Background: an optimization exercise with open tools, aiming at small area and a short achievable clock period. Do not read the settings as production practice. Only simulation tests tie the RTL to the original design; equivalence was not proved. Power and IR drop assume default switching activity.

==> inputs of violet <==
==> flow/design.v (excerpt) <==
module cor_slot (
    input  wire         clk,
    input  wire         rst,           
    input  wire         cfg_we,
    input  wire [4:0]   cfg_addr,
    input  wire [31:0]  cfg_wdata,
    input  wire         start,
    input  wire         s_valid,
    input  wire [3:0]   s_i,
    input  wire [3:0]   s_q,
    input  wire         s_flag,
    output reg          dump_valid,
    output wire [15:0]  dump_seq,
    output wire         dump_sat,
    output wire [31:0]  dump_nflag,
    output wire [31:0]  dump_nsamp,
    output wire [47:0]  dump_carr,
    output wire [10:0]  dump_sidx,
    output wire [223:0] dump_tap_i,    
    output wire [223:0] dump_tap_q
);
Settings: LEC_CHECK=0, CAP_MARGIN=20, CORE_MARGIN=2, CORE_UTILIZATION=60, CTS_CLUSTER_SIZE=25, PLACE_DENSITY=0.75, SLEW_MARGIN=20; clock period 12.0 ns.
standard.sh (not shown) runs the stock make flow with config.mk's settings and CLKGATE_MAP_FILE= SYNTH_SCRIPT=/design/flow/synth_recipe.tcl, a recipe that flattens the netlist after the stock synthesis.
==> flow/flow/run.sh <==
#!/bin/bash
# The standard layout (standard.sh: ORFS synthesis to finish), with:
# - timing repair after CTS and after global routing aiming at 8 ns of setup
#   slack instead of 0, so that it shortens the paths below the 12 ns clock;
# - ports buffered with sky130_fd_sc_hd__buf_2 cells;
# - sizing free to change a cell's footprint.
# The ORFS logs stay under orfs/logs; standard.sh's own output goes to
# standard.log.
set -uo pipefail
export SETUP_SLACK_MARGIN=8
export BUFFER_PORTS_ARGS="-buffer_cell sky130_fd_sc_hd__buf_2"
bash standard.sh MATCH_CELL_FOOTPRINT=0 finish > standard.log 2>&1
==> fjord: changes against violet <==
--- a/flow/design.v
+++ b/flow/design.v
@@ -1,18 +1,19 @@
 module cor_acc (
     input  wire        clk,
     input  wire        clr,        
+    input  wire        en,         
     input  wire        neg,        
     input  wire signed [10:0] y,
     output reg  signed [23:0] acc,
     output wire        sat         
 );
     wire [23:0] base = clr ? 24'd0 : acc;
-    wire [10:0] op   = y ^ {11{neg}};
-    wire [11:0] lo   = {1'b0, base[10:0]} + {1'b0, op} + {11'd0, neg};
+    wire [10:0] op   = en ? (y ^ {11{neg}}) : 11'd0;
+    wire [11:0] lo   = {1'b0, base[10:0]} + {1'b0, op} + {11'd0, en & neg};
     wire [12:0] hp   = base[23:11] + 13'd1;
     wire [12:0] hm   = base[23:11] - 13'd1;
     wire        up   = lo[11] & ~op[10];
     wire        dn   = ~lo[11] & op[10];
     wire [12:0] hi   = up ? hp : dn ? hm : base[23:11];
     wire ovf = (up & ~base[23] & hp[12]) | (dn & base[23] & ~hm[12]);
     assign sat = ovf;
@@ -633,44 +634,43 @@
         for (t = 0; t < 7; t = t + 1) begin : g_rep
             wire s;
             cor_replica u_rep (.z4(tap_z[t]), .sin(t == 5 ? r_sin_b : r_sin_a),
                                .cos(t == 5 ? r_cos_b : r_cos_a), .s(s));
             assign tap_neg[t] = m_chip[t] ^ s;
         end
     endgenerate
-    reg               b_en, b_flag, b_dump;
-    reg signed [10:0] b_yi_a, b_yq_a, b_yi_b, b_yq_b;
+    reg               b_en, b_add_a, b_add_b, b_flag, b_dump;
+    reg signed [10:0] b_yi, b_yq;
     reg [6:0]         b_negi, b_negq;
-    wire              add_a = m_en && !i_rst && !m_flag && r_on_a;
-    wire              add_b = m_en && !i_rst && !m_flag && r_on_b;
     always @(posedge clk) begin
         b_en   <= m_en && !i_rst;
+        b_add_a <= m_en && !i_rst && !m_flag && r_on_a;    
+        b_add_b <= m_en && !i_rst && !m_flag && r_on_b;    
         b_dump <= m_dump && !i_rst && !i_start;
         b_flag <= m_flag;
-        b_yi_a <= add_a ? ui : 11'd0;
-        b_yq_a <= add_a ? uq : 11'd0;
-        b_yi_b <= add_b ? ui : 11'd0;
-        b_yq_b <= add_b ? uq : 11'd0;
+        b_yi   <= ui;
+        b_yq   <= uq;
         b_negi <= tap_neg ^ {7{ni}};
         b_negq <= tap_neg ^ {7{nq}};
     end
     reg         clr;           
     reg         sat_any;
     reg [31:0]  nflag, nsamp;
     wire [13:0] sat_now;
     wire [23:0] acc_i [0:6];
     wire [23:0] acc_q [0:6];
     generate
         for (t = 0; t < 7; t = t + 1) begin : g_tap
+            wire tap_en = (t == 5) ? b_add_b : b_add_a;
             cor_acc u_acc_i (
-                .clk(clk), .clr(clr), .neg(b_negi[t]), .y(t == 5 ? b_yi_b : b_yi_a),
+                .clk(clk), .clr(clr), .en(tap_en), .neg(b_negi[t]), .y(b_yi),
                 .acc(acc_i[t]), .sat(sat_now[2*t])
             );
             cor_acc u_acc_q (
-                .clk(clk), .clr(clr), .neg(b_negq[t]), .y(t == 5 ? b_yq_b : b_yq_a),
+                .clk(clk), .clr(clr), .en(tap_en), .neg(b_negq[t]), .y(b_yq),
                 .acc(acc_q[t]), .sat(sat_now[2*t+1])
             );
             assign dump_tap_i[32*t +: 32] = {{8{acc_i[t][23]}}, acc_i[t]};
             assign dump_tap_q[32*t +: 32] = {{8{acc_q[t][23]}}, acc_q[t]};
         end
     endgenerate
     wire [31:0] nflag_base = clr ? 32'd0 : nflag;
==> flow/flow/run.sh (replaced) <==
#!/bin/bash
# The standard layout (standard.sh: ORFS synthesis to finish), with the
# timing repair after CTS and after global routing aiming at 8 ns of setup
# slack instead of 0, so that it shortens the paths below the 12 ns clock.
# The ORFS logs stay under orfs/logs; standard.sh's own output goes to
# standard.log.
set -uo pipefail
export SETUP_SLACK_MARGIN=8
bash standard.sh > standard.log 2>&1
CORE_UTILIZATION = 55   (was 60)
CTS_CLUSTER_SIZE = not set   (was 25)
PLACE_DENSITY = 0.7   (was 0.75)
==> summary of the runs <==
- fjord finished with timing, DRC and antenna clean. violet passed the timing, DRC and antenna checks.
- In fjord the via count is smaller than in violet, by 0.26%.
- Against violet, the area after synthesis of fjord is larger by about 0.2%.
- Of violet and fjord, violet has the higher sequential share of layout area (gap 1.6 points).
- Of fjord and violet, fjord has the higher cell count (gap 2.9%, measured against violet).
- Between fjord and violet, the lower sequential power is in fjord (gap about 15%, measured against violet).
- Clock skew: violet is lower than fjord (0.0048 ns).
- Of fjord and violet, violet has the higher worst setup slack (gap 0.037 ns).
- Synthesized cell count: violet is lower than fjord (0.68%).

[separate check: timing with driven ports]
The flow's constraints put no driver on any port. The routed layouts listed below were extracted and timed again, unchanged, in two steps. Step 1 (the two cells are an assumption about what drives the block):
set clk [get_ports {clk}]
set_driving_cell -lib_cell sky130_fd_sc_hd__clkbuf_16 $clk
set_driving_cell -lib_cell sky130_fd_sc_hd__buf_2 [delete_from_list [all_inputs] $clk]
Step 2 adds t to the input delays and takes it off the output delays; t is the mean of the earliest and latest rising clock arrival at the registers after step 1. Input paths then give back, and output paths get back, about the clock's delay inside the block. Slacks: ideal / step 1 / step 2; pairs: ideal / step 1.
| run | t (ns) | setup WS [ns] | hold WS [ns] | cell pins on the clock port's net |
|---|---|---|---|---|
| violet | 0.923 | 7.992 / 7.944 / 7.992 | 0.307 / 0.307 / 0.307 | 1 |
| fjord | 0.923 | 7.954 / 7.865 / 7.989 | 0.279 / 0.279 / 0.279 | 1 |
After both steps every run listed still meets setup and hold.
